This design comes from an exercise in tuning for small area, a short achievable clock period and few clock cycles per item on the open sky130 flow, not from production work.
The RTL was checked by simulation tests, not by an equivalence proof against the original design.
Power and IR drop assume default switching activity.

==> flow/design.v, too long to show whole: its modules and the start of the top module <==
// module pixconv: 4166 lines
// module pixconv_fa: 10 lines
// module pixconv_bs0: 10 lines
// module pixconv_bs1: 10 lines
module pixconv (
    input  wire        clk,
    input  wire        rst,
    input  wire        cfg_we,
    input  wire [3:0]  cfg_addr,
    input  wire [25:0] cfg_wdata,
    input  wire        in_valid,
    output wire        in_ready,
    input  wire        in_sof,
    input  wire        in_eol,
    input  wire [11:0] in_c0,
    input  wire [11:0] in_c1,
    input  wire [11:0] in_c2,
    output reg         out_valid,
    output reg  [11:0] out_c0,
    output reg  [11:0] out_c1,
    output reg  [11:0] out_c2,
    output wire [31:0] sig
);
  // ...
==> flow/run.sh <==
#!/bin/bash
# synth_recipe.tcl (not shown) runs the flow's synth.tcl, then flattens the netlist and writes it again
# the make line also repeats each setting of config.mk as NAME=value (left out here)
make -C /OpenROAD-flow-scripts/flow DESIGN_CONFIG=/design/flow/config.mk WORK_HOME=/design/flow/orfs CLKGATE_MAP_FILE= SYNTH_SCRIPT=/design/flow/synth_recipe.tcl finish
==> flow/config.mk <==
export PLATFORM = sky130hd
export DESIGN_NAME = pixconv
export DESIGN_NICKNAME = pixconv
export VERILOG_FILES = /design/flow/design.v
export SDC_FILE = /design/flow/constraint.sdc
export NUM_CORES = 4
export LEC_CHECK = 0
export CAP_MARGIN = 20
export CORE_MARGIN = 2
export CORE_UTILIZATION = 40
export PLACE_DENSITY = 0.6
export SLEW_MARGIN = 20
export SYNTH_HIERARCHICAL = 1
export SYNTH_MINIMUM_KEEP_SIZE = 0
==> flow/constraint.sdc <==
create_clock -name core_clock -period 18.0 [get_ports {clk}]
set_input_delay 3.6000 -clock core_clock [delete_from_list [all_inputs] [get_ports {clk}]]
set_output_delay 3.6000 -clock core_clock [all_outputs]
set_load 0.01 [all_outputs]
==> results.sh, run 1 <==
export IMPL_status="complete, no violations"
export IMPL_synth_xor_area_share=0.0663
export IMPL_seq_share=0.132
export IMPL_root_buffer="clkbuf_16"
export IMPL_hpwlAfterDp_mm=223
export IMPL_worst_slew_pin_slew_ns=1.26
export IMPL_path_common_cell="fa_1"
export IMPL_track_usage=0.307
export IMPL_pg_clk_uw=1590
export IMPL_nWellTaps=2526
export IMPL_layout_commonest_cell="nand2_1"
export IMPL_min_to="s1_sof"
export IMPL_whs_path_depth=0
export IMPL_finalMaxSlewViolations=0
export IMPL_io_pins=142
export IMPL_place_ws_ns=11.60
export IMPL_worst_ep_required_time_ns=18.59
export IMPL_synth_nets=10200
export IMPL_powerDensity_mw_per_mm2=92.6
export IMPL_viasPerCell=5.73
export IMPL_wl_per_cell_um=28.9
export IMPL_hold_slack_ns=0.329
export IMPL_diodes=5
export IMPL_layout_common_cells="nand2_1, fa_1, dfxtp_1"
export IMPL_clk_share=0.0301
export IMPL_drc=0
export IMPL_cts_hold_buffers_added=0
export IMPL_vias=60100
export IMPL_drt_iter0_drc=6636
Testbench counts, summed over its fixed seeds: cycles 10,147, items 10,123.
==> run 2: changes to the inputs <==
--- a/flow/design.v
+++ b/flow/design.v
@@ -16,42 +16,52 @@
     output reg  [11:0] out_c1,
     output reg  [11:0] out_c2,
     output wire [31:0] sig
 );
     reg [17:0] m00, m01, m02, m10, m11, m12, m20, m21, m22;
     reg [25:0] o0, o1, o2;
     reg [11:0] bypass;
     reg [1:0]  depth;
+    reg        w_we;
+    reg [3:0]  w_addr;
+    reg [25:0] w_data;
+    always @(posedge clk) begin
+        w_we   <= cfg_we & ~rst;
+        w_addr <= cfg_addr;
+        w_data <= cfg_wdata;
+    end
+    always @(posedge clk) begin
+        if (rst)
+            depth <= 2'd0;
+        else if (cfg_we && cfg_addr == 4'd12)
+            depth <= cfg_wdata[2:1];
+    end
     always @(posedge clk) begin
         if (rst) begin
             m00 <= 18'd0; m01 <= 18'd0; m02 <= 18'd0;
             m10 <= 18'd0; m11 <= 18'd0; m12 <= 18'd0;
             m20 <= 18'd0; m21 <= 18'd0; m22 <= 18'd0;
             o0 <= 26'd0; o1 <= 26'd0; o2 <= 26'd0;
             bypass <= 12'hFFF;
-            depth  <= 2'd0;
-        end else if (cfg_we) begin
-            case (cfg_addr)
-                4'd0:  m00 <= cfg_wdata[17:0];
-                4'd1:  m01 <= cfg_wdata[17:0];
-                4'd2:  m02 <= cfg_wdata[17:0];
-                4'd3:  m10 <= cfg_wdata[17:0];
-                4'd4:  m11 <= cfg_wdata[17:0];
-                4'd5:  m12 <= cfg_wdata[17:0];
-                4'd6:  m20 <= cfg_wdata[17:0];
-                4'd7:  m21 <= cfg_wdata[17:0];
-                4'd8:  m22 <= cfg_wdata[17:0];
-                4'd9:  o0  <= cfg_wdata;
-                4'd10: o1  <= cfg_wdata;
-                4'd11: o2  <= cfg_wdata;
-                4'd12: begin
-                    bypass <= {12{cfg_wdata[0]}};
-                    depth  <= cfg_wdata[2:1];
-                end
+        end else if (w_we) begin
+            case (w_addr)
+                4'd0:  m00 <= w_data[17:0];
+                4'd1:  m01 <= w_data[17:0];
+                4'd2:  m02 <= w_data[17:0];
+                4'd3:  m10 <= w_data[17:0];
+                4'd4:  m11 <= w_data[17:0];
+                4'd5:  m12 <= w_data[17:0];
+                4'd6:  m20 <= w_data[17:0];
+                4'd7:  m21 <= w_data[17:0];
+                4'd8:  m22 <= w_data[17:0];
+                4'd9:  o0  <= w_data;
+                4'd10: o1  <= w_data;
+                4'd11: o2  <= w_data;
+                4'd12: bypass <= {12{w_data[0]}};
                 default: ;
             endcase
         end
     end
     wire [17:0] me00 = bypass[0] ? 18'd4096 : m00;
     wire [17:0] me01 = bypass[1] ? 18'd0    : m01;
     wire [17:0] me02 = bypass[2] ? 18'd0    : m02;
     wire [17:0] me10 = bypass[3] ? 18'd0    : m10;
@@ -4109,65 +4119,76 @@
                     2'd2: reduce = ovf ? 12'h0FF : {4'd0, u[11:4]};
                     default: reduce = ovf ? 12'h03F : {6'd0, u[11:6]};
                 endcase
         end
     endfunction
     wire [11:0] red0 = reduce(u0, depth);
     wire [11:0] red1 = reduce(u1, depth);
     wire [11:0] red2 = reduce(u2, depth);
+    reg        s2_valid, s2_sof;
+    reg [11:0] r0, r1, r2;
+    always @(posedge clk) begin
+        s2_valid <= s1_valid & ~rst;
+        s2_sof   <= s1_sof;
+        r0 <= red0;
+        r1 <= red1;
+        r2 <= red2;
+    end
     reg [31:0] crc;
-    wire [47:0] cd = {4'd0, red2, 4'd0, red1, 4'd0, red0};
+    wire [47:0] cd = {4'd0, r2, 4'd0, r1, 4'd0, r0};
     wire [31:0] crc_next;
-    assign crc_next[0] = (s1_sof ? 1'b1 : (crc[0] ^ crc[1] ^ crc[2] ^ crc[3] ^ crc[5] ^ crc[6] ^ crc[11] ^ crc[12] ^ crc[13] ^ crc[17] ^ crc[18] ^ crc[20] ^ crc[21] ^ crc[22] ^ crc[23] ^ crc[25] ^ crc[27] ^ crc[30] ^ crc[31])) ^ cd[0] ^ cd[1] ^ cd[2] ^ cd[3] ^ cd[5] ^ cd[6] ^ cd[11] ^ cd[17] ^ cd[18] ^ cd[20] ^ cd[21] ^ cd[22] ^ cd[23] ^ cd[25] ^ cd[27] ^ cd[32] ^ cd[36] ^ cd[39] ^ cd[40] ^ cd[41] ^ cd[42] ^ cd[43];
-    assign crc_next[1] = (s1_sof ? 1'b0 : (crc[1] ^ crc[2] ^ crc[3] ^ crc[4] ^ crc[6] ^ crc[7] ^ crc[12] ^ crc[13] ^ crc[14] ^ crc[18] ^ crc[19] ^ crc[21] ^ crc[22] ^ crc[23] ^ crc[24] ^ crc[26] ^ crc[28] ^ crc[31])) ^ cd[1] ^ cd[2] ^ cd[3] ^ cd[4] ^ cd[6] ^ cd[7] ^ cd[18] ^ cd[19] ^ cd[21] ^ cd[22] ^ cd[23] ^ cd[24] ^ cd[26] ^ cd[32] ^ cd[33] ^ cd[37] ^ cd[40] ^ cd[41] ^ cd[42] ^ cd[43];
-    assign crc_next[2] = (s1_sof ? 1'b1 : (crc[2] ^ crc[3] ^ crc[4] ^ crc[5] ^ crc[7] ^ crc[8] ^ crc[13] ^ crc[14] ^ crc[15] ^ crc[19] ^ crc[20] ^ crc[22] ^ crc[23] ^ crc[24] ^ crc[25] ^ crc[27] ^ crc[29])) ^ cd[2] ^ cd[3] ^ cd[4] ^ cd[5] ^ cd[7] ^ cd[8] ^ cd[19] ^ cd[20] ^ cd[22] ^ cd[23] ^ cd[24] ^ cd[25] ^ cd[27] ^ cd[32] ^ cd[33] ^ cd[34] ^ cd[38] ^ cd[41] ^ cd[42] ^ cd[43];
-    assign crc_next[3] = (s1_sof ? 1'b0 : (crc[0] ^ crc[3] ^ crc[4] ^ crc[5] ^ crc[6] ^ crc[8] ^ crc[9] ^ crc[14] ^ crc[15] ^ crc[16] ^ crc[20] ^ crc[21] ^ crc[23] ^ crc[24] ^ crc[25] ^ crc[26] ^ crc[28] ^ crc[30])) ^ cd[0] ^ cd[3] ^ cd[4] ^ cd[5] ^ cd[6] ^ cd[8] ^ cd[9] ^ cd[16] ^ cd[20] ^ cd[21] ^ cd[23] ^ cd[24] ^ cd[25] ^ cd[26] ^ cd[33] ^ cd[34] ^ cd[35] ^ cd[39] ^ cd[42] ^ cd[43];
-    assign crc_next[4] = (s1_sof ? 1'b1 : (crc[0] ^ crc[2] ^ crc[3] ^ crc[4] ^ crc[7] ^ crc[9] ^ crc[10] ^ crc[11] ^ crc[12] ^ crc[13] ^ crc[15] ^ crc[16] ^ crc[18] ^ crc[20] ^ crc[23] ^ crc[24] ^ crc[26] ^ crc[29] ^ crc[30])) ^ cd[0] ^ cd[2] ^ cd[3] ^ cd[4] ^ cd[7] ^ cd[9] ^ cd[10] ^ cd[11] ^ cd[16] ^ cd[18] ^ cd[20] ^ cd[23] ^ cd[24] ^ cd[26] ^ cd[32] ^ cd[34] ^ cd[35] ^ cd[39] ^ cd[41] ^ cd[42];
-    assign crc_next[5] = (s1_sof ? 1'b1 : (crc[2] ^ crc[4] ^ crc[6] ^ crc[8] ^ crc[10] ^ crc[14] ^ crc[16] ^ crc[18] ^ crc[19] ^ crc[20] ^ crc[22] ^ crc[23] ^ crc[24])) ^ cd[2] ^ cd[4] ^ cd[6] ^ cd[8] ^ cd[10] ^ cd[16] ^ cd[18] ^ cd[19] ^ cd[20] ^ cd[22] ^ cd[23] ^ cd[24] ^ cd[32] ^ cd[33] ^ cd[35] ^ cd[39] ^ cd[41];
-    assign crc_next[6] = (s1_sof ? 1'b1 : (crc[1] ^ crc[2] ^ crc[6] ^ crc[7] ^ crc[9] ^ crc[12] ^ crc[13] ^ crc[15] ^ crc[18] ^ crc[19] ^ crc[22] ^ crc[24] ^ crc[27] ^ crc[30] ^ crc[31])) ^ cd[1] ^ cd[2] ^ cd[6] ^ cd[7] ^ cd[9] ^ cd[18] ^ cd[19] ^ cd[22] ^ cd[24] ^ cd[27] ^ cd[32] ^ cd[33] ^ cd[34] ^ cd[39] ^ cd[41] ^ cd[43];
-    assign crc_next[7] = (s1_sof ? 1'b0 : (crc[1] ^ crc[5] ^ crc[6] ^ crc[7] ^ crc[8] ^ crc[10] ^ crc[11] ^ crc[12] ^ crc[14] ^ crc[16] ^ crc[17] ^ crc[18] ^ crc[19] ^ crc[21] ^ crc[22] ^ crc[27] ^ crc[28] ^ crc[30])) ^ cd[1] ^ cd[5] ^ cd[6] ^ cd[7] ^ cd[8] ^ cd[10] ^ cd[11] ^ cd[16] ^ cd[17] ^ cd[18] ^ cd[19] ^ cd[21] ^ cd[22] ^ cd[27] ^ cd[33] ^ cd[34] ^ cd[35] ^ cd[36] ^ cd[39] ^ cd[41] ^ cd[43];
-    assign crc_next[8] = (s1_sof ? 1'b1 : (crc[0] ^ crc[2] ^ crc[6] ^ crc[7] ^ crc[8] ^ crc[9] ^ crc[11] ^ crc[12] ^ crc[13] ^ crc[15] ^ crc[17] ^ crc[18] ^ crc[19] ^ crc[20] ^ crc[22] ^ crc[23] ^ crc[28] ^ crc[29] ^ crc[31])) ^ cd[0] ^ cd[2] ^ cd[6] ^ cd[7] ^ cd[8] ^ cd[9] ^ cd[11] ^ cd[17] ^ cd[18] ^ cd[19] ^ cd[20] ^ cd[22] ^ cd[23] ^ cd[34] ^ cd[35] ^ cd[36] ^ cd[37] ^ cd[40] ^ cd[42];
-    assign crc_next[9] = (s1_sof ? 1'b1 : (crc[0] ^ crc[2] ^ crc[5] ^ crc[6] ^ crc[7] ^ crc[8] ^ crc[9] ^ crc[10] ^ crc[11] ^ crc[14] ^ crc[16] ^ crc[17] ^ crc[19] ^ crc[22] ^ crc[24] ^ crc[25] ^ crc[27] ^ crc[29] ^ crc[31])) ^ cd[0] ^ cd[2] ^ cd[5] ^ cd[6] ^ cd[7] ^ cd[8] ^ cd[9] ^ cd[10] ^ cd[11] ^ cd[16] ^ cd[17] ^ cd[19] ^ cd[22] ^ cd[24] ^ cd[25] ^ cd[27] ^ cd[35] ^ cd[37] ^ cd[38] ^ cd[39] ^ cd[40] ^ cd[42];
-    assign crc_next[10] = (s1_sof ? 1'b0 : (crc[2] ^ crc[5] ^ crc[7] ^ crc[8] ^ crc[9] ^ crc[10] ^ crc[13] ^ crc[15] ^ crc[21] ^ crc[22] ^ crc[26] ^ crc[27] ^ crc[28] ^ crc[31])) ^ cd[2] ^ cd[5] ^ cd[7] ^ cd[8] ^ cd[9] ^ cd[10] ^ cd[21] ^ cd[22] ^ cd[26] ^ cd[27] ^ cd[38] ^ cd[42];
-    assign crc_next[11] = (s1_sof ? 1'b0 : (crc[0] ^ crc[3] ^ crc[6] ^ crc[8] ^ crc[9] ^ crc[10] ^ crc[11] ^ crc[14] ^ crc[16] ^ crc[22] ^ crc[23] ^ crc[27] ^ crc[28] ^ crc[29])) ^ cd[0] ^ cd[3] ^ cd[6] ^ cd[8] ^ cd[9] ^ cd[10] ^ cd[11] ^ cd[16] ^ cd[22] ^ cd[23] ^ cd[27] ^ cd[32] ^ cd[39] ^ cd[43];
-    assign crc_next[12] = (s1_sof ? 1'b0 : (crc[2] ^ crc[3] ^ crc[4] ^ crc[5] ^ crc[6] ^ crc[7] ^ crc[9] ^ crc[10] ^ crc[13] ^ crc[15] ^ crc[18] ^ crc[20] ^ crc[21] ^ crc[22] ^ crc[24] ^ crc[25] ^ crc[27] ^ crc[28] ^ crc[29] ^ crc[31])) ^ cd[2] ^ cd[3] ^ cd[4] ^ cd[5] ^ cd[6] ^ cd[7] ^ cd[9] ^ cd[10] ^ cd[18] ^ cd[20] ^ cd[21] ^ cd[22] ^ cd[24] ^ cd[25] ^ cd[27] ^ cd[32] ^ cd[33] ^ cd[36] ^ cd[39] ^ cd[41] ^ cd[42] ^ cd[43];
-    assign crc_next[13] = (s1_sof ? 1'b0 : (crc[0] ^ crc[1] ^ crc[2] ^ crc[4] ^ crc[7] ^ crc[8] ^ crc[10] ^ crc[12] ^ crc[13] ^ crc[14] ^ crc[16] ^ crc[17] ^ crc[18] ^ crc[19] ^ crc[20] ^ crc[26] ^ crc[27] ^ crc[28] ^ crc[29] ^ crc[31])) ^ cd[0] ^ cd[1] ^ cd[2] ^ cd[4] ^ cd[7] ^ cd[8] ^ cd[10] ^ cd[16] ^ cd[17] ^ cd[18] ^ cd[19] ^ cd[20] ^ cd[26] ^ cd[27] ^ cd[33] ^ cd[34] ^ cd[36] ^ cd[37] ^ cd[39] ^ cd[41];
-    assign crc_next[14] = (s1_sof ? 1'b0 : (crc[0] ^ crc[6] ^ crc[8] ^ crc[9] ^ crc[12] ^ crc[14] ^ crc[15] ^ crc[19] ^ crc[22] ^ crc[23] ^ crc[25] ^ crc[28] ^ crc[29] ^ crc[31])) ^ cd[0] ^ cd[6] ^ cd[8] ^ cd[9] ^ cd[19] ^ cd[22] ^ cd[23] ^ cd[25] ^ cd[34] ^ cd[35] ^ cd[36] ^ cd[37] ^ cd[38] ^ cd[39] ^ cd[41] ^ cd[43];
-    assign crc_next[15] = (s1_sof ? 1'b1 : (crc[1] ^ crc[7] ^ crc[9] ^ crc[10] ^ crc[13] ^ crc[15] ^ crc[16] ^ crc[20] ^ crc[23] ^ crc[24] ^ crc[26] ^ crc[29] ^ crc[30])) ^ cd[1] ^ cd[7] ^ cd[9] ^ cd[10] ^ cd[16] ^ cd[20] ^ cd[23] ^ cd[24] ^ cd[26] ^ cd[32] ^ cd[35] ^ cd[36] ^ cd[37] ^ cd[38] ^ cd[39] ^ cd[40] ^ cd[42];
-    assign crc_next[16] = (s1_sof ? 1'b1 : (crc[2] ^ crc[8] ^ crc[10] ^ crc[11] ^ crc[14] ^ crc[16] ^ crc[17] ^ crc[21] ^ crc[24] ^ crc[25] ^ crc[27] ^ crc[30] ^ crc[31])) ^ cd[2] ^ cd[8] ^ cd[10] ^ cd[11] ^ cd[16] ^ cd[17] ^ cd[21] ^ cd[24] ^ cd[25] ^ cd[27] ^ cd[33] ^ cd[36] ^ cd[37] ^ cd[38] ^ cd[39] ^ cd[40] ^ cd[41] ^ cd[43];
-    assign crc_next[17] = (s1_sof ? 1'b0 : (crc[3] ^ crc[9] ^ crc[11] ^ crc[12] ^ crc[15] ^ crc[17] ^ crc[18] ^ crc[22] ^ crc[25] ^ crc[26] ^ crc[28] ^ crc[31])) ^ cd[3] ^ cd[9] ^ cd[11] ^ cd[17] ^ cd[18] ^ cd[22] ^ cd[25] ^ cd[26] ^ cd[32] ^ cd[34] ^ cd[37] ^ cd[38] ^ cd[39] ^ cd[40] ^ cd[41] ^ cd[42];
-    assign crc_next[18] = (s1_sof ? 1'b1 : (crc[1] ^ crc[2] ^ crc[3] ^ crc[4] ^ crc[5] ^ crc[6] ^ crc[10] ^ crc[11] ^ crc[16] ^ crc[17] ^ crc[19] ^ crc[20] ^ crc[21] ^ crc[22] ^ crc[25] ^ crc[26] ^ crc[29] ^ crc[30] ^ crc[31])) ^ cd[1] ^ cd[2] ^ cd[3] ^ cd[4] ^ cd[5] ^ cd[6] ^ cd[10] ^ cd[11] ^ cd[16] ^ cd[17] ^ cd[19] ^ cd[20] ^ cd[21] ^ cd[22] ^ cd[25] ^ cd[26] ^ cd[33] ^ cd[35] ^ cd[36] ^ cd[38];
-    assign crc_next[19] = (s1_sof ? 1'b0 : (crc[1] ^ crc[4] ^ crc[7] ^ crc[13] ^ crc[25] ^ crc[26])) ^ cd[1] ^ cd[4] ^ cd[7] ^ cd[25] ^ cd[26] ^ cd[34] ^ cd[37] ^ cd[40] ^ cd[41] ^ cd[42] ^ cd[43];
-    assign crc_next[20] = (s1_sof ? 1'b1 : (crc[0] ^ crc[2] ^ crc[5] ^ crc[8] ^ crc[14] ^ crc[26] ^ crc[27])) ^ cd[0] ^ cd[2] ^ cd[5] ^ cd[8] ^ cd[26] ^ cd[27] ^ cd[35] ^ cd[38] ^ cd[41] ^ cd[42] ^ cd[43];
-    assign crc_next[21] = (s1_sof ? 1'b0 : (crc[0] ^ crc[2] ^ crc[5] ^ crc[9] ^ crc[11] ^ crc[12] ^ crc[13] ^ crc[15] ^ crc[17] ^ crc[18] ^ crc[20] ^ crc[21] ^ crc[22] ^ crc[23] ^ crc[25] ^ crc[28] ^ crc[30] ^ crc[31])) ^ cd[0] ^ cd[2] ^ cd[5] ^ cd[9] ^ cd[11] ^ cd[17] ^ cd[18] ^ cd[20] ^ cd[21] ^ cd[22] ^ cd[23] ^ cd[25] ^ cd[32] ^ cd[40] ^ cd[41];
-    assign crc_next[22] = (s1_sof ? 1'b1 : (crc[2] ^ crc[5] ^ crc[10] ^ crc[11] ^ crc[14] ^ crc[16] ^ crc[17] ^ crc[19] ^ crc[20] ^ crc[24] ^ crc[25] ^ crc[26] ^ crc[27] ^ crc[29] ^ crc[30])) ^ cd[2] ^ cd[5] ^ cd[10] ^ cd[11] ^ cd[16] ^ cd[17] ^ cd[19] ^ cd[20] ^ cd[24] ^ cd[25] ^ cd[26] ^ cd[27] ^ cd[33] ^ cd[36] ^ cd[39] ^ cd[40] ^ cd[43];
-    assign crc_next[23] = (s1_sof ? 1'b1 : (crc[1] ^ crc[2] ^ crc[5] ^ crc[13] ^ crc[15] ^ crc[22] ^ crc[23] ^ crc[26] ^ crc[28])) ^ cd[1] ^ cd[2] ^ cd[5] ^ cd[22] ^ cd[23] ^ cd[26] ^ cd[32] ^ cd[34] ^ cd[36] ^ cd[37] ^ cd[39] ^ cd[42] ^ cd[43];
-    assign crc_next[24] = (s1_sof ? 1'b0 : (crc[0] ^ crc[1] ^ crc[5] ^ crc[11] ^ crc[12] ^ crc[13] ^ crc[14] ^ crc[16] ^ crc[17] ^ crc[18] ^ crc[20] ^ crc[21] ^ crc[22] ^ crc[24] ^ crc[25] ^ crc[29] ^ crc[30] ^ crc[31])) ^ cd[0] ^ cd[1] ^ cd[5] ^ cd[11] ^ cd[16] ^ cd[17] ^ cd[18] ^ cd[20] ^ cd[21] ^ cd[22] ^ cd[24] ^ cd[25] ^ cd[32] ^ cd[33] ^ cd[35] ^ cd[36] ^ cd[37] ^ cd[38] ^ cd[39] ^ cd[41] ^ cd[42];
-    assign crc_next[25] = (s1_sof ? 1'b0 : (crc[0] ^ crc[1] ^ crc[2] ^ crc[6] ^ crc[12] ^ crc[13] ^ crc[14] ^ crc[15] ^ crc[17] ^ crc[18] ^ crc[19] ^ crc[21] ^ crc[22] ^ crc[23] ^ crc[25] ^ crc[26] ^ crc[30] ^ crc[31])) ^ cd[0] ^ cd[1] ^ cd[2] ^ cd[6] ^ cd[17] ^ cd[18] ^ cd[19] ^ cd[21] ^ cd[22] ^ cd[23] ^ cd[25] ^ cd[26] ^ cd[32] ^ cd[33] ^ cd[34] ^ cd[36] ^ cd[37] ^ cd[38] ^ cd[39] ^ cd[40] ^ cd[42] ^ cd[43];
-    assign crc_next[26] = (s1_sof ? 1'b0 : (crc[0] ^ crc[5] ^ crc[6] ^ crc[7] ^ crc[11] ^ crc[12] ^ crc[14] ^ crc[15] ^ crc[16] ^ crc[17] ^ crc[19] ^ crc[21] ^ crc[24] ^ crc[25] ^ crc[26] ^ crc[30])) ^ cd[0] ^ cd[5] ^ cd[6] ^ cd[7] ^ cd[11] ^ cd[16] ^ cd[17] ^ cd[19] ^ cd[21] ^ cd[24] ^ cd[25] ^ cd[26] ^ cd[33] ^ cd[34] ^ cd[35] ^ cd[36] ^ cd[37] ^ cd[38] ^ cd[42];
-    assign crc_next[27] = (s1_sof ? 1'b1 : (crc[0] ^ crc[1] ^ crc[6] ^ crc[7] ^ crc[8] ^ crc[12] ^ crc[13] ^ crc[15] ^ crc[16] ^ crc[17] ^ crc[18] ^ crc[20] ^ crc[22] ^ crc[25] ^ crc[26] ^ crc[27] ^ crc[31])) ^ cd[0] ^ cd[1] ^ cd[6] ^ cd[7] ^ cd[8] ^ cd[16] ^ cd[17] ^ cd[18] ^ cd[20] ^ cd[22] ^ cd[25] ^ cd[26] ^ cd[27] ^ cd[34] ^ cd[35] ^ cd[36] ^ cd[37] ^ cd[38] ^ cd[39] ^ cd[43];
-    assign crc_next[28] = (s1_sof ? 1'b0 : (crc[1] ^ crc[2] ^ crc[7] ^ crc[8] ^ crc[9] ^ crc[13] ^ crc[14] ^ crc[16] ^ crc[17] ^ crc[18] ^ crc[19] ^ crc[21] ^ crc[23] ^ crc[26] ^ crc[27] ^ crc[28])) ^ cd[1] ^ cd[2] ^ cd[7] ^ cd[8] ^ cd[9] ^ cd[16] ^ cd[17] ^ cd[18] ^ cd[19] ^ cd[21] ^ cd[23] ^ cd[26] ^ cd[27] ^ cd[32] ^ cd[35] ^ cd[36] ^ cd[37] ^ cd[38] ^ cd[39] ^ cd[40];
-    assign crc_next[29] = (s1_sof ? 1'b1 : (crc[0] ^ crc[2] ^ crc[3] ^ crc[8] ^ crc[9] ^ crc[10] ^ crc[14] ^ crc[15] ^ crc[17] ^ crc[18] ^ crc[19] ^ crc[20] ^ crc[22] ^ crc[24] ^ crc[27] ^ crc[28] ^ crc[29])) ^ cd[0] ^ cd[2] ^ cd[3] ^ cd[8] ^ cd[9] ^ cd[10] ^ cd[17] ^ cd[18] ^ cd[19] ^ cd[20] ^ cd[22] ^ cd[24] ^ cd[27] ^ cd[33] ^ cd[36] ^ cd[37] ^ cd[38] ^ cd[39] ^ cd[40] ^ cd[41];
-    assign crc_next[30] = (s1_sof ? 1'b0 : (crc[0] ^ crc[1] ^ crc[3] ^ crc[4] ^ crc[9] ^ crc[10] ^ crc[11] ^ crc[15] ^ crc[16] ^ crc[18] ^ crc[19] ^ crc[20] ^ crc[21] ^ crc[23] ^ crc[25] ^ crc[28] ^ crc[29] ^ crc[30])) ^ cd[0] ^ cd[1] ^ cd[3] ^ cd[4] ^ cd[9] ^ cd[10] ^ cd[11] ^ cd[16] ^ cd[18] ^ cd[19] ^ cd[20] ^ cd[21] ^ cd[23] ^ cd[25] ^ cd[34] ^ cd[37] ^ cd[38] ^ cd[39] ^ cd[40] ^ cd[41] ^ cd[42];
-    assign crc_next[31] = (s1_sof ? 1'b1 : (crc[0] ^ crc[1] ^ crc[2] ^ crc[4] ^ crc[5] ^ crc[10] ^ crc[11] ^ crc[12] ^ crc[16] ^ crc[17] ^ crc[19] ^ crc[20] ^ crc[21] ^ crc[22] ^ crc[24] ^ crc[26] ^ crc[29] ^ crc[30] ^ crc[31])) ^ cd[0] ^ cd[1] ^ cd[2] ^ cd[4] ^ cd[5] ^ cd[10] ^ cd[11] ^ cd[16] ^ cd[17] ^ cd[19] ^ cd[20] ^ cd[21] ^ cd[22] ^ cd[24] ^ cd[26] ^ cd[35] ^ cd[38] ^ cd[39] ^ cd[40] ^ cd[41] ^ cd[42] ^ cd[43];
+    assign crc_next[0] = (s2_sof ? 1'b1 : (crc[0] ^ crc[1] ^ crc[2] ^ crc[3] ^ crc[5] ^ crc[6] ^ crc[11] ^ crc[12] ^ crc[13] ^ crc[17] ^ crc[18] ^ crc[20] ^ crc[21] ^ crc[22] ^ crc[23] ^ crc[25] ^ crc[27] ^ crc[30] ^ crc[31])) ^ cd[0] ^ cd[1] ^ cd[2] ^ cd[3] ^ cd[5] ^ cd[6] ^ cd[11] ^ cd[17] ^ cd[18] ^ cd[20] ^ cd[21] ^ cd[22] ^ cd[23] ^ cd[25] ^ cd[27] ^ cd[32] ^ cd[36] ^ cd[39] ^ cd[40] ^ cd[41] ^ cd[42] ^ cd[43];
+    assign crc_next[1] = (s2_sof ? 1'b0 : (crc[1] ^ crc[2] ^ crc[3] ^ crc[4] ^ crc[6] ^ crc[7] ^ crc[12] ^ crc[13] ^ crc[14] ^ crc[18] ^ crc[19] ^ crc[21] ^ crc[22] ^ crc[23] ^ crc[24] ^ crc[26] ^ crc[28] ^ crc[31])) ^ cd[1] ^ cd[2] ^ cd[3] ^ cd[4] ^ cd[6] ^ cd[7] ^ cd[18] ^ cd[19] ^ cd[21] ^ cd[22] ^ cd[23] ^ cd[24] ^ cd[26] ^ cd[32] ^ cd[33] ^ cd[37] ^ cd[40] ^ cd[41] ^ cd[42] ^ cd[43];
+    assign crc_next[2] = (s2_sof ? 1'b1 : (crc[2] ^ crc[3] ^ crc[4] ^ crc[5] ^ crc[7] ^ crc[8] ^ crc[13] ^ crc[14] ^ crc[15] ^ crc[19] ^ crc[20] ^ crc[22] ^ crc[23] ^ crc[24] ^ crc[25] ^ crc[27] ^ crc[29])) ^ cd[2] ^ cd[3] ^ cd[4] ^ cd[5] ^ cd[7] ^ cd[8] ^ cd[19] ^ cd[20] ^ cd[22] ^ cd[23] ^ cd[24] ^ cd[25] ^ cd[27] ^ cd[32] ^ cd[33] ^ cd[34] ^ cd[38] ^ cd[41] ^ cd[42] ^ cd[43];
+    assign crc_next[3] = (s2_sof ? 1'b0 : (crc[0] ^ crc[3] ^ crc[4] ^ crc[5] ^ crc[6] ^ crc[8] ^ crc[9] ^ crc[14] ^ crc[15] ^ crc[16] ^ crc[20] ^ crc[21] ^ crc[23] ^ crc[24] ^ crc[25] ^ crc[26] ^ crc[28] ^ crc[30])) ^ cd[0] ^ cd[3] ^ cd[4] ^ cd[5] ^ cd[6] ^ cd[8] ^ cd[9] ^ cd[16] ^ cd[20] ^ cd[21] ^ cd[23] ^ cd[24] ^ cd[25] ^ cd[26] ^ cd[33] ^ cd[34] ^ cd[35] ^ cd[39] ^ cd[42] ^ cd[43];
+    assign crc_next[4] = (s2_sof ? 1'b1 : (crc[0] ^ crc[2] ^ crc[3] ^ crc[4] ^ crc[7] ^ crc[9] ^ crc[10] ^ crc[11] ^ crc[12] ^ crc[13] ^ crc[15] ^ crc[16] ^ crc[18] ^ crc[20] ^ crc[23] ^ crc[24] ^ crc[26] ^ crc[29] ^ crc[30])) ^ cd[0] ^ cd[2] ^ cd[3] ^ cd[4] ^ cd[7] ^ cd[9] ^ cd[10] ^ cd[11] ^ cd[16] ^ cd[18] ^ cd[20] ^ cd[23] ^ cd[24] ^ cd[26] ^ cd[32] ^ cd[34] ^ cd[35] ^ cd[39] ^ cd[41] ^ cd[42];
+    assign crc_next[5] = (s2_sof ? 1'b1 : (crc[2] ^ crc[4] ^ crc[6] ^ crc[8] ^ crc[10] ^ crc[14] ^ crc[16] ^ crc[18] ^ crc[19] ^ crc[20] ^ crc[22] ^ crc[23] ^ crc[24])) ^ cd[2] ^ cd[4] ^ cd[6] ^ cd[8] ^ cd[10] ^ cd[16] ^ cd[18] ^ cd[19] ^ cd[20] ^ cd[22] ^ cd[23] ^ cd[24] ^ cd[32] ^ cd[33] ^ cd[35] ^ cd[39] ^ cd[41];
+    assign crc_next[6] = (s2_sof ? 1'b1 : (crc[1] ^ crc[2] ^ crc[6] ^ crc[7] ^ crc[9] ^ crc[12] ^ crc[13] ^ crc[15] ^ crc[18] ^ crc[19] ^ crc[22] ^ crc[24] ^ crc[27] ^ crc[30] ^ crc[31])) ^ cd[1] ^ cd[2] ^ cd[6] ^ cd[7] ^ cd[9] ^ cd[18] ^ cd[19] ^ cd[22] ^ cd[24] ^ cd[27] ^ cd[32] ^ cd[33] ^ cd[34] ^ cd[39] ^ cd[41] ^ cd[43];
+    assign crc_next[7] = (s2_sof ? 1'b0 : (crc[1] ^ crc[5] ^ crc[6] ^ crc[7] ^ crc[8] ^ crc[10] ^ crc[11] ^ crc[12] ^ crc[14] ^ crc[16] ^ crc[17] ^ crc[18] ^ crc[19] ^ crc[21] ^ crc[22] ^ crc[27] ^ crc[28] ^ crc[30])) ^ cd[1] ^ cd[5] ^ cd[6] ^ cd[7] ^ cd[8] ^ cd[10] ^ cd[11] ^ cd[16] ^ cd[17] ^ cd[18] ^ cd[19] ^ cd[21] ^ cd[22] ^ cd[27] ^ cd[33] ^ cd[34] ^ cd[35] ^ cd[36] ^ cd[39] ^ cd[41] ^ cd[43];
+    assign crc_next[8] = (s2_sof ? 1'b1 : (crc[0] ^ crc[2] ^ crc[6] ^ crc[7] ^ crc[8] ^ crc[9] ^ crc[11] ^ crc[12] ^ crc[13] ^ crc[15] ^ crc[17] ^ crc[18] ^ crc[19] ^ crc[20] ^ crc[22] ^ crc[23] ^ crc[28] ^ crc[29] ^ crc[31])) ^ cd[0] ^ cd[2] ^ cd[6] ^ cd[7] ^ cd[8] ^ cd[9] ^ cd[11] ^ cd[17] ^ cd[18] ^ cd[19] ^ cd[20] ^ cd[22] ^ cd[23] ^ cd[34] ^ cd[35] ^ cd[36] ^ cd[37] ^ cd[40] ^ cd[42];
+    assign crc_next[9] = (s2_sof ? 1'b1 : (crc[0] ^ crc[2] ^ crc[5] ^ crc[6] ^ crc[7] ^ crc[8] ^ crc[9] ^ crc[10] ^ crc[11] ^ crc[14] ^ crc[16] ^ crc[17] ^ crc[19] ^ crc[22] ^ crc[24] ^ crc[25] ^ crc[27] ^ crc[29] ^ crc[31])) ^ cd[0] ^ cd[2] ^ cd[5] ^ cd[6] ^ cd[7] ^ cd[8] ^ cd[9] ^ cd[10] ^ cd[11] ^ cd[16] ^ cd[17] ^ cd[19] ^ cd[22] ^ cd[24] ^ cd[25] ^ cd[27] ^ cd[35] ^ cd[37] ^ cd[38] ^ cd[39] ^ cd[40] ^ cd[42];
+    assign crc_next[10] = (s2_sof ? 1'b0 : (crc[2] ^ crc[5] ^ crc[7] ^ crc[8] ^ crc[9] ^ crc[10] ^ crc[13] ^ crc[15] ^ crc[21] ^ crc[22] ^ crc[26] ^ crc[27] ^ crc[28] ^ crc[31])) ^ cd[2] ^ cd[5] ^ cd[7] ^ cd[8] ^ cd[9] ^ cd[10] ^ cd[21] ^ cd[22] ^ cd[26] ^ cd[27] ^ cd[38] ^ cd[42];
+    assign crc_next[11] = (s2_sof ? 1'b0 : (crc[0] ^ crc[3] ^ crc[6] ^ crc[8] ^ crc[9] ^ crc[10] ^ crc[11] ^ crc[14] ^ crc[16] ^ crc[22] ^ crc[23] ^ crc[27] ^ crc[28] ^ crc[29])) ^ cd[0] ^ cd[3] ^ cd[6] ^ cd[8] ^ cd[9] ^ cd[10] ^ cd[11] ^ cd[16] ^ cd[22] ^ cd[23] ^ cd[27] ^ cd[32] ^ cd[39] ^ cd[43];
+    assign crc_next[12] = (s2_sof ? 1'b0 : (crc[2] ^ crc[3] ^ crc[4] ^ crc[5] ^ crc[6] ^ crc[7] ^ crc[9] ^ crc[10] ^ crc[13] ^ crc[15] ^ crc[18] ^ crc[20] ^ crc[21] ^ crc[22] ^ crc[24] ^ crc[25] ^ crc[27] ^ crc[28] ^ crc[29] ^ crc[31])) ^ cd[2] ^ cd[3] ^ cd[4] ^ cd[5] ^ cd[6] ^ cd[7] ^ cd[9] ^ cd[10] ^ cd[18] ^ cd[20] ^ cd[21] ^ cd[22] ^ cd[24] ^ cd[25] ^ cd[27] ^ cd[32] ^ cd[33] ^ cd[36] ^ cd[39] ^ cd[41] ^ cd[42] ^ cd[43];
+    assign crc_next[13] = (s2_sof ? 1'b0 : (crc[0] ^ crc[1] ^ crc[2] ^ crc[4] ^ crc[7] ^ crc[8] ^ crc[10] ^ crc[12] ^ crc[13] ^ crc[14] ^ crc[16] ^ crc[17] ^ crc[18] ^ crc[19] ^ crc[20] ^ crc[26] ^ crc[27] ^ crc[28] ^ crc[29] ^ crc[31])) ^ cd[0] ^ cd[1] ^ cd[2] ^ cd[4] ^ cd[7] ^ cd[8] ^ cd[10] ^ cd[16] ^ cd[17] ^ cd[18] ^ cd[19] ^ cd[20] ^ cd[26] ^ cd[27] ^ cd[33] ^ cd[34] ^ cd[36] ^ cd[37] ^ cd[39] ^ cd[41];
+    assign crc_next[14] = (s2_sof ? 1'b0 : (crc[0] ^ crc[6] ^ crc[8] ^ crc[9] ^ crc[12] ^ crc[14] ^ crc[15] ^ crc[19] ^ crc[22] ^ crc[23] ^ crc[25] ^ crc[28] ^ crc[29] ^ crc[31])) ^ cd[0] ^ cd[6] ^ cd[8] ^ cd[9] ^ cd[19] ^ cd[22] ^ cd[23] ^ cd[25] ^ cd[34] ^ cd[35] ^ cd[36] ^ cd[37] ^ cd[38] ^ cd[39] ^ cd[41] ^ cd[43];
+    assign crc_next[15] = (s2_sof ? 1'b1 : (crc[1] ^ crc[7] ^ crc[9] ^ crc[10] ^ crc[13] ^ crc[15] ^ crc[16] ^ crc[20] ^ crc[23] ^ crc[24] ^ crc[26] ^ crc[29] ^ crc[30])) ^ cd[1] ^ cd[7] ^ cd[9] ^ cd[10] ^ cd[16] ^ cd[20] ^ cd[23] ^ cd[24] ^ cd[26] ^ cd[32] ^ cd[35] ^ cd[36] ^ cd[37] ^ cd[38] ^ cd[39] ^ cd[40] ^ cd[42];
+    assign crc_next[16] = (s2_sof ? 1'b1 : (crc[2] ^ crc[8] ^ crc[10] ^ crc[11] ^ crc[14] ^ crc[16] ^ crc[17] ^ crc[21] ^ crc[24] ^ crc[25] ^ crc[27] ^ crc[30] ^ crc[31])) ^ cd[2] ^ cd[8] ^ cd[10] ^ cd[11] ^ cd[16] ^ cd[17] ^ cd[21] ^ cd[24] ^ cd[25] ^ cd[27] ^ cd[33] ^ cd[36] ^ cd[37] ^ cd[38] ^ cd[39] ^ cd[40] ^ cd[41] ^ cd[43];
+    assign crc_next[17] = (s2_sof ? 1'b0 : (crc[3] ^ crc[9] ^ crc[11] ^ crc[12] ^ crc[15] ^ crc[17] ^ crc[18] ^ crc[22] ^ crc[25] ^ crc[26] ^ crc[28] ^ crc[31])) ^ cd[3] ^ cd[9] ^ cd[11] ^ cd[17] ^ cd[18] ^ cd[22] ^ cd[25] ^ cd[26] ^ cd[32] ^ cd[34] ^ cd[37] ^ cd[38] ^ cd[39] ^ cd[40] ^ cd[41] ^ cd[42];
+    assign crc_next[18] = (s2_sof ? 1'b1 : (crc[1] ^ crc[2] ^ crc[3] ^ crc[4] ^ crc[5] ^ crc[6] ^ crc[10] ^ crc[11] ^ crc[16] ^ crc[17] ^ crc[19] ^ crc[20] ^ crc[21] ^ crc[22] ^ crc[25] ^ crc[26] ^ crc[29] ^ crc[30] ^ crc[31])) ^ cd[1] ^ cd[2] ^ cd[3] ^ cd[4] ^ cd[5] ^ cd[6] ^ cd[10] ^ cd[11] ^ cd[16] ^ cd[17] ^ cd[19] ^ cd[20] ^ cd[21] ^ cd[22] ^ cd[25] ^ cd[26] ^ cd[33] ^ cd[35] ^ cd[36] ^ cd[38];
+    assign crc_next[19] = (s2_sof ? 1'b0 : (crc[1] ^ crc[4] ^ crc[7] ^ crc[13] ^ crc[25] ^ crc[26])) ^ cd[1] ^ cd[4] ^ cd[7] ^ cd[25] ^ cd[26] ^ cd[34] ^ cd[37] ^ cd[40] ^ cd[41] ^ cd[42] ^ cd[43];
+    assign crc_next[20] = (s2_sof ? 1'b1 : (crc[0] ^ crc[2] ^ crc[5] ^ crc[8] ^ crc[14] ^ crc[26] ^ crc[27])) ^ cd[0] ^ cd[2] ^ cd[5] ^ cd[8] ^ cd[26] ^ cd[27] ^ cd[35] ^ cd[38] ^ cd[41] ^ cd[42] ^ cd[43];
+    assign crc_next[21] = (s2_sof ? 1'b0 : (crc[0] ^ crc[2] ^ crc[5] ^ crc[9] ^ crc[11] ^ crc[12] ^ crc[13] ^ crc[15] ^ crc[17] ^ crc[18] ^ crc[20] ^ crc[21] ^ crc[22] ^ crc[23] ^ crc[25] ^ crc[28] ^ crc[30] ^ crc[31])) ^ cd[0] ^ cd[2] ^ cd[5] ^ cd[9] ^ cd[11] ^ cd[17] ^ cd[18] ^ cd[20] ^ cd[21] ^ cd[22] ^ cd[23] ^ cd[25] ^ cd[32] ^ cd[40] ^ cd[41];
+    assign crc_next[22] = (s2_sof ? 1'b1 : (crc[2] ^ crc[5] ^ crc[10] ^ crc[11] ^ crc[14] ^ crc[16] ^ crc[17] ^ crc[19] ^ crc[20] ^ crc[24] ^ crc[25] ^ crc[26] ^ crc[27] ^ crc[29] ^ crc[30])) ^ cd[2] ^ cd[5] ^ cd[10] ^ cd[11] ^ cd[16] ^ cd[17] ^ cd[19] ^ cd[20] ^ cd[24] ^ cd[25] ^ cd[26] ^ cd[27] ^ cd[33] ^ cd[36] ^ cd[39] ^ cd[40] ^ cd[43];
+    assign crc_next[23] = (s2_sof ? 1'b1 : (crc[1] ^ crc[2] ^ crc[5] ^ crc[13] ^ crc[15] ^ crc[22] ^ crc[23] ^ crc[26] ^ crc[28])) ^ cd[1] ^ cd[2] ^ cd[5] ^ cd[22] ^ cd[23] ^ cd[26] ^ cd[32] ^ cd[34] ^ cd[36] ^ cd[37] ^ cd[39] ^ cd[42] ^ cd[43];
+    assign crc_next[24] = (s2_sof ? 1'b0 : (crc[0] ^ crc[1] ^ crc[5] ^ crc[11] ^ crc[12] ^ crc[13] ^ crc[14] ^ crc[16] ^ crc[17] ^ crc[18] ^ crc[20] ^ crc[21] ^ crc[22] ^ crc[24] ^ crc[25] ^ crc[29] ^ crc[30] ^ crc[31])) ^ cd[0] ^ cd[1] ^ cd[5] ^ cd[11] ^ cd[16] ^ cd[17] ^ cd[18] ^ cd[20] ^ cd[21] ^ cd[22] ^ cd[24] ^ cd[25] ^ cd[32] ^ cd[33] ^ cd[35] ^ cd[36] ^ cd[37] ^ cd[38] ^ cd[39] ^ cd[41] ^ cd[42];
+    assign crc_next[25] = (s2_sof ? 1'b0 : (crc[0] ^ crc[1] ^ crc[2] ^ crc[6] ^ crc[12] ^ crc[13] ^ crc[14] ^ crc[15] ^ crc[17] ^ crc[18] ^ crc[19] ^ crc[21] ^ crc[22] ^ crc[23] ^ crc[25] ^ crc[26] ^ crc[30] ^ crc[31])) ^ cd[0] ^ cd[1] ^ cd[2] ^ cd[6] ^ cd[17] ^ cd[18] ^ cd[19] ^ cd[21] ^ cd[22] ^ cd[23] ^ cd[25] ^ cd[26] ^ cd[32] ^ cd[33] ^ cd[34] ^ cd[36] ^ cd[37] ^ cd[38] ^ cd[39] ^ cd[40] ^ cd[42] ^ cd[43];
+    assign crc_next[26] = (s2_sof ? 1'b0 : (crc[0] ^ crc[5] ^ crc[6] ^ crc[7] ^ crc[11] ^ crc[12] ^ crc[14] ^ crc[15] ^ crc[16] ^ crc[17] ^ crc[19] ^ crc[21] ^ crc[24] ^ crc[25] ^ crc[26] ^ crc[30])) ^ cd[0] ^ cd[5] ^ cd[6] ^ cd[7] ^ cd[11] ^ cd[16] ^ cd[17] ^ cd[19] ^ cd[21] ^ cd[24] ^ cd[25] ^ cd[26] ^ cd[33] ^ cd[34] ^ cd[35] ^ cd[36] ^ cd[37] ^ cd[38] ^ cd[42];
+    assign crc_next[27] = (s2_sof ? 1'b1 : (crc[0] ^ crc[1] ^ crc[6] ^ crc[7] ^ crc[8] ^ crc[12] ^ crc[13] ^ crc[15] ^ crc[16] ^ crc[17] ^ crc[18] ^ crc[20] ^ crc[22] ^ crc[25] ^ crc[26] ^ crc[27] ^ crc[31])) ^ cd[0] ^ cd[1] ^ cd[6] ^ cd[7] ^ cd[8] ^ cd[16] ^ cd[17] ^ cd[18] ^ cd[20] ^ cd[22] ^ cd[25] ^ cd[26] ^ cd[27] ^ cd[34] ^ cd[35] ^ cd[36] ^ cd[37] ^ cd[38] ^ cd[39] ^ cd[43];
+    assign crc_next[28] = (s2_sof ? 1'b0 : (crc[1] ^ crc[2] ^ crc[7] ^ crc[8] ^ crc[9] ^ crc[13] ^ crc[14] ^ crc[16] ^ crc[17] ^ crc[18] ^ crc[19] ^ crc[21] ^ crc[23] ^ crc[26] ^ crc[27] ^ crc[28])) ^ cd[1] ^ cd[2] ^ cd[7] ^ cd[8] ^ cd[9] ^ cd[16] ^ cd[17] ^ cd[18] ^ cd[19] ^ cd[21] ^ cd[23] ^ cd[26] ^ cd[27] ^ cd[32] ^ cd[35] ^ cd[36] ^ cd[37] ^ cd[38] ^ cd[39] ^ cd[40];
+    assign crc_next[29] = (s2_sof ? 1'b1 : (crc[0] ^ crc[2] ^ crc[3] ^ crc[8] ^ crc[9] ^ crc[10] ^ crc[14] ^ crc[15] ^ crc[17] ^ crc[18] ^ crc[19] ^ crc[20] ^ crc[22] ^ crc[24] ^ crc[27] ^ crc[28] ^ crc[29])) ^ cd[0] ^ cd[2] ^ cd[3] ^ cd[8] ^ cd[9] ^ cd[10] ^ cd[17] ^ cd[18] ^ cd[19] ^ cd[20] ^ cd[22] ^ cd[24] ^ cd[27] ^ cd[33] ^ cd[36] ^ cd[37] ^ cd[38] ^ cd[39] ^ cd[40] ^ cd[41];
+    assign crc_next[30] = (s2_sof ? 1'b0 : (crc[0] ^ crc[1] ^ crc[3] ^ crc[4] ^ crc[9] ^ crc[10] ^ crc[11] ^ crc[15] ^ crc[16] ^ crc[18] ^ crc[19] ^ crc[20] ^ crc[21] ^ crc[23] ^ crc[25] ^ crc[28] ^ crc[29] ^ crc[30])) ^ cd[0] ^ cd[1] ^ cd[3] ^ cd[4] ^ cd[9] ^ cd[10] ^ cd[11] ^ cd[16] ^ cd[18] ^ cd[19] ^ cd[20] ^ cd[21] ^ cd[23] ^ cd[25] ^ cd[34] ^ cd[37] ^ cd[38] ^ cd[39] ^ cd[40] ^ cd[41] ^ cd[42];
+    assign crc_next[31] = (s2_sof ? 1'b1 : (crc[0] ^ crc[1] ^ crc[2] ^ crc[4] ^ crc[5] ^ crc[10] ^ crc[11] ^ crc[12] ^ crc[16] ^ crc[17] ^ crc[19] ^ crc[20] ^ crc[21] ^ crc[22] ^ crc[24] ^ crc[26] ^ crc[29] ^ crc[30] ^ crc[31])) ^ cd[0] ^ cd[1] ^ cd[2] ^ cd[4] ^ cd[5] ^ cd[10] ^ cd[11] ^ cd[16] ^ cd[17] ^ cd[19] ^ cd[20] ^ cd[21] ^ cd[22] ^ cd[24] ^ cd[26] ^ cd[35] ^ cd[38] ^ cd[39] ^ cd[40] ^ cd[41] ^ cd[42] ^ cd[43];
+    reg [31:0] sig_r;
     always @(posedge clk) begin
         if (rst) begin
             out_valid <= 1'b0;
             crc       <= 32'hFFFFFFFF;
         end else begin
-            out_valid <= s1_valid;
-            if (s1_valid)
+            out_valid <= s2_valid;
+            if (s2_valid)
                 crc <= crc_next;
         end
-        out_c0 <= red0;
-        out_c1 <= red1;
-        out_c2 <= red2;
+        sig_r  <= ~crc_next;
+        out_c0 <= r0;
+        out_c1 <= r1;
+        out_c2 <= r2;
     end
-    assign sig = ~crc;
+    assign sig = sig_r;
 endmodule
 module pixconv_fa (
     input  wire a,
     input  wire b,
     input  wire c,
     output wire s,
     output wire co
 );
==> run 2 against run 1 <==
Via count decreased by 5.5%. Cell area decreased by 0.44%. Critical path type unchanged. First-iteration DRC count decreased by 17%. Still clean. Largest cell class unchanged.
==> results.sh, run 2 <==
export IMPL_status="complete, no violations"
export IMPL_synth_commonest_cells="nand2_1, fa_1, dfxtp_1"
export IMPL_finalClockSkew_ns=0.0391
export IMPL_root_buffer="clkbuf_16"
export IMPL_grt_pass1_wl_mm=408
export IMPL_track_usage=0.280
export IMPL_rsz0062_at_grt="no"
export IMPL_synth_edf_count=0
export IMPL_final_cells=10200
export IMPL_yosysMostFrequentCell="nand2_1"
export IMPL_ys_ff_latch=653
export IMPL_slew_headroom=0.168
export IMPL_setup_violations=0
export IMPL_clk_pin_slew_worst_paths_ns=0.06
export IMPL_first_pass_iters=8
export IMPL_grt_max_degree=166
export IMPL_crit_type="reg -> reg"
export IMPL_layout_commonest_cell="nand2_1"
export IMPL_viasPerCell=5.56
export IMPL_worst_setup_path_start_kind="flip-flop"
export IMPL_cts_resized=0
export IMPL_io_pins=142
export IMPL_ir_drop_mv=0.154
export IMPL_nets=9701
export IMPL_cts_tree="done"
export IMPL_vias=56700
export IMPL_grt_overflow=0
export IMPL_die_h_um=444
export IMPL_hpwlAfterDp_mm=202
export IMPL_ctsLongestPathBuffers=3
export IMPL_area_growth_pct=8.58
export IMPL_numCtsBuffers=84
export IMPL_fin_util=0.437
export IMPL_layout_common_cells="nand2_1, fa_1, dfxtp_1"
export IMPL_dieArea_mm2=0.197
export IMPL_cts_sinks=653
export IMPL_wl_per_cell_um=26.9
export IMPL_syn_area_per_cell_um2=9.92
export IMPL_dpl_cell_area_mm2=0.0812
export IMPL_io_buffers=140
export IMPL_postRouteAntennaNets=0
export IMPL_drc=0
export IMPL_fillers=18100
export IMPL_hp_class="reg -> reg"
export IMPL_arrival_ns=8.22
export IMPL_powerDensity_mw_per_mm2=102
export IMPL_synthCells=7795
export IMPL_grt_pass1_vias=62300
export IMPL_cpPeakStageDelay_ns=0.82
export IMPL_clock_latency_ns=0.73
export IMPL_cts_hold_buffers_added=0
export IMPL_die_w_um=444
export IMPL_place_gp_congestion=0.947
export IMPL_worstSetupEndpointType="flip-flop"
export IMPL_synth_top_area_frac=0.481
export IMPL_crit_chain="buf_4, buf_4, buf_4, nor2b_1, nand2_1, fa_1, fa_1, fa_1, fa_1, fa_1, fa_1, fa_1, fa_1"
export IMPL_finalMaxSlewViolations=0
export IMPL_start_util=0.402
export IMPL_cpMaxStageDelayCell="buf_4"
export IMPL_tns_ns=0
export IMPL_core_area_mm2=0.192
export IMPL_max_cap_viol_count=0
export IMPL_rows=161
export IMPL_drt_iter0_drc=5487
export IMPL_synth_cell_type_count=77
export IMPL_finalInstanceArea_mm2=0.0840
export IMPL_path_common_cell="fa_1"
export IMPL_place_ws_ns=10.49
export IMPL_drive_gt1_frac=0.0614
export IMPL_worst_ep_required_time_ns=18.59
export IMPL_reg_top3="s1_t0: 62 flops, s1_t1: 62 flops, s1_t2: 62 flops"
export IMPL_timing_fmax_ghz=0.131
export IMPL_htreeDepth=3
export IMPL_synth_nets=9892
export IMPL_placedCellCount=10000
export IMPL_syn_cell_area_mm2=0.0774
export IMPL_synth_seq_area_share=0.169
export IMPL_cts_setup_buffers=0
export IMPL_synth_async_reset_ratio=0
export IMPL_worst_slew_pin_slew_ns=1.24
export IMPL_path_max_fanout=79
export IMPL_finalCritPeriodShare=0.424
export IMPL_yosysTopAreaCell="fa_1"
export IMPL_hold_viol=0
export IMPL_synth_flop_cell="dfxtp_1"
export IMPL_synth_area_leaders="fa_1, dfxtp_1, nand2_1"
export IMPL_min_period_ns=7.64
export IMPL_setup_slack_ns=10.36
export IMPL_antenna_found_initial=13
export IMPL_power_leakage_uw=0.0221
export IMPL_routed_wl_mm=275
export IMPL_ys_warn_count=7
run 2: per-module statistics from Yosys, one instance, submodules excluded:
module      copies in the design  cell area [µm²]  flops+latches
pixconv                        1            40200            653
pixconv_fa                  1857             20.0              0
run 2: through the flow:
step           total power (µW)  hold WS [ns]
2_1_floorplan              5310         0.310
3_3_place_gp               6900         0.311
3_5_place_dp               6890         0.323
4_1_cts                    8640         0.335
5_1_grt                    8990         0.344
6_report                   8600         0.331
run 2: metal layers:
layer  GRT usage  vias up  share of wire
met5           0        -         0.0011
met4       0.131       12          0.054
met3      0.0762      786           0.10
met2       0.444     3366           0.46
met1       0.357    29300           0.39
li1            -    23200              -
run 2: worst paths after layout:
| check | endpoint | start | cells past startpoint | slack (ns) |
|---|---|---|---|---|
| min | s2_sof | s1_sof | 0 | 0.33 |
| max | s1_t0[33] | bypass[0] | 13 | 10.36 |
| max reg2reg | s1_t0[33] | bypass[0] | 13 | 10.36 |
| min reg2reg | s2_sof | s1_sof | 0 | 0.33 |
run 2: cell families (layout without fill, tap and decap cells):
family,count (synthesis),in the layout,share of synthesized area
xor gates and xnor gates,576,576,0.0660
muxes,30,30,0.00414
adders and majority gates,2025,2025,0.508
buffers and inverters,931,808,0.0457
DFF,653,653,0.169
AOI/OAI and AO/OA,553,553,0.0416
other,1,6,0.0000485
and+or+nand+nor,3026,3026,0.166
run 2: cell type report:
| class | count | area (µm²) | area share |
|---|---|---|---|
| antenna | 5 | 12.5 | 0.000149 |
| sequential | 653 | 13100 | 0.156 |
| clock buffer | 104 | 2300 | 0.0274 |
| inverter | 356 | 1340 | 0.0159 |
| timing repair buffer | 298 | 2610 | 0.0311 |
| tap | 2526 | 3160 | 0.0376 |
| clock inverter | 50 | 509 | 0.00606 |
| multi-input combinational | 6211 | 60900 | 0.726 |
run 2: power by group:
part | switching (µW) | total [µW] | internal (µW)
Combinational | 2820 | 4920 | 2110
Clock | 752 | 1730 | 979
Sequential | 274 | 1940 | 1670
run 2: critical path: cells and delay by family, from the launching register on:
family        cells  cell delay (ns)
buf+inv           3             2.16
fa+ha+maj         8             3.88
simple gates      2             0.64
flops             1             0.65
Testbench counts of run 2, summed over its fixed seeds: cycles 10,155, items 10,123.

[afterwards: timing with drivers on the ports]
The flow's constraints put no driver on any port. The routed layouts listed below were extracted and timed again, unchanged, in two steps.
Step 1, drivers: a clkbuf_16 drives clk and a buf_2 each remaining input, both assumed.
Step 2 also shifts input and output timing later by t, the mid clock arrival at the registers, as if the neighbouring blocks saw the same clock.
Three values: ideal ports, drivers, drivers and shift; two values: the first two.
| run | shift t [ns] | slack for setup (ns) | worst register clock-pin slew, ns | worst data-port slew with drivers (ns) |
|---|---|---|---|---|
| run 1 | 0.792 | 11.349 / 11.349 / 11.349 | 0.07 / 0.07 | 0.16 |
| run 2 | 0.796 | 10.364 / 10.364 / 10.364 | 0.07 / 0.07 | 0.12 |
After both steps every run listed still meets setup and hold.
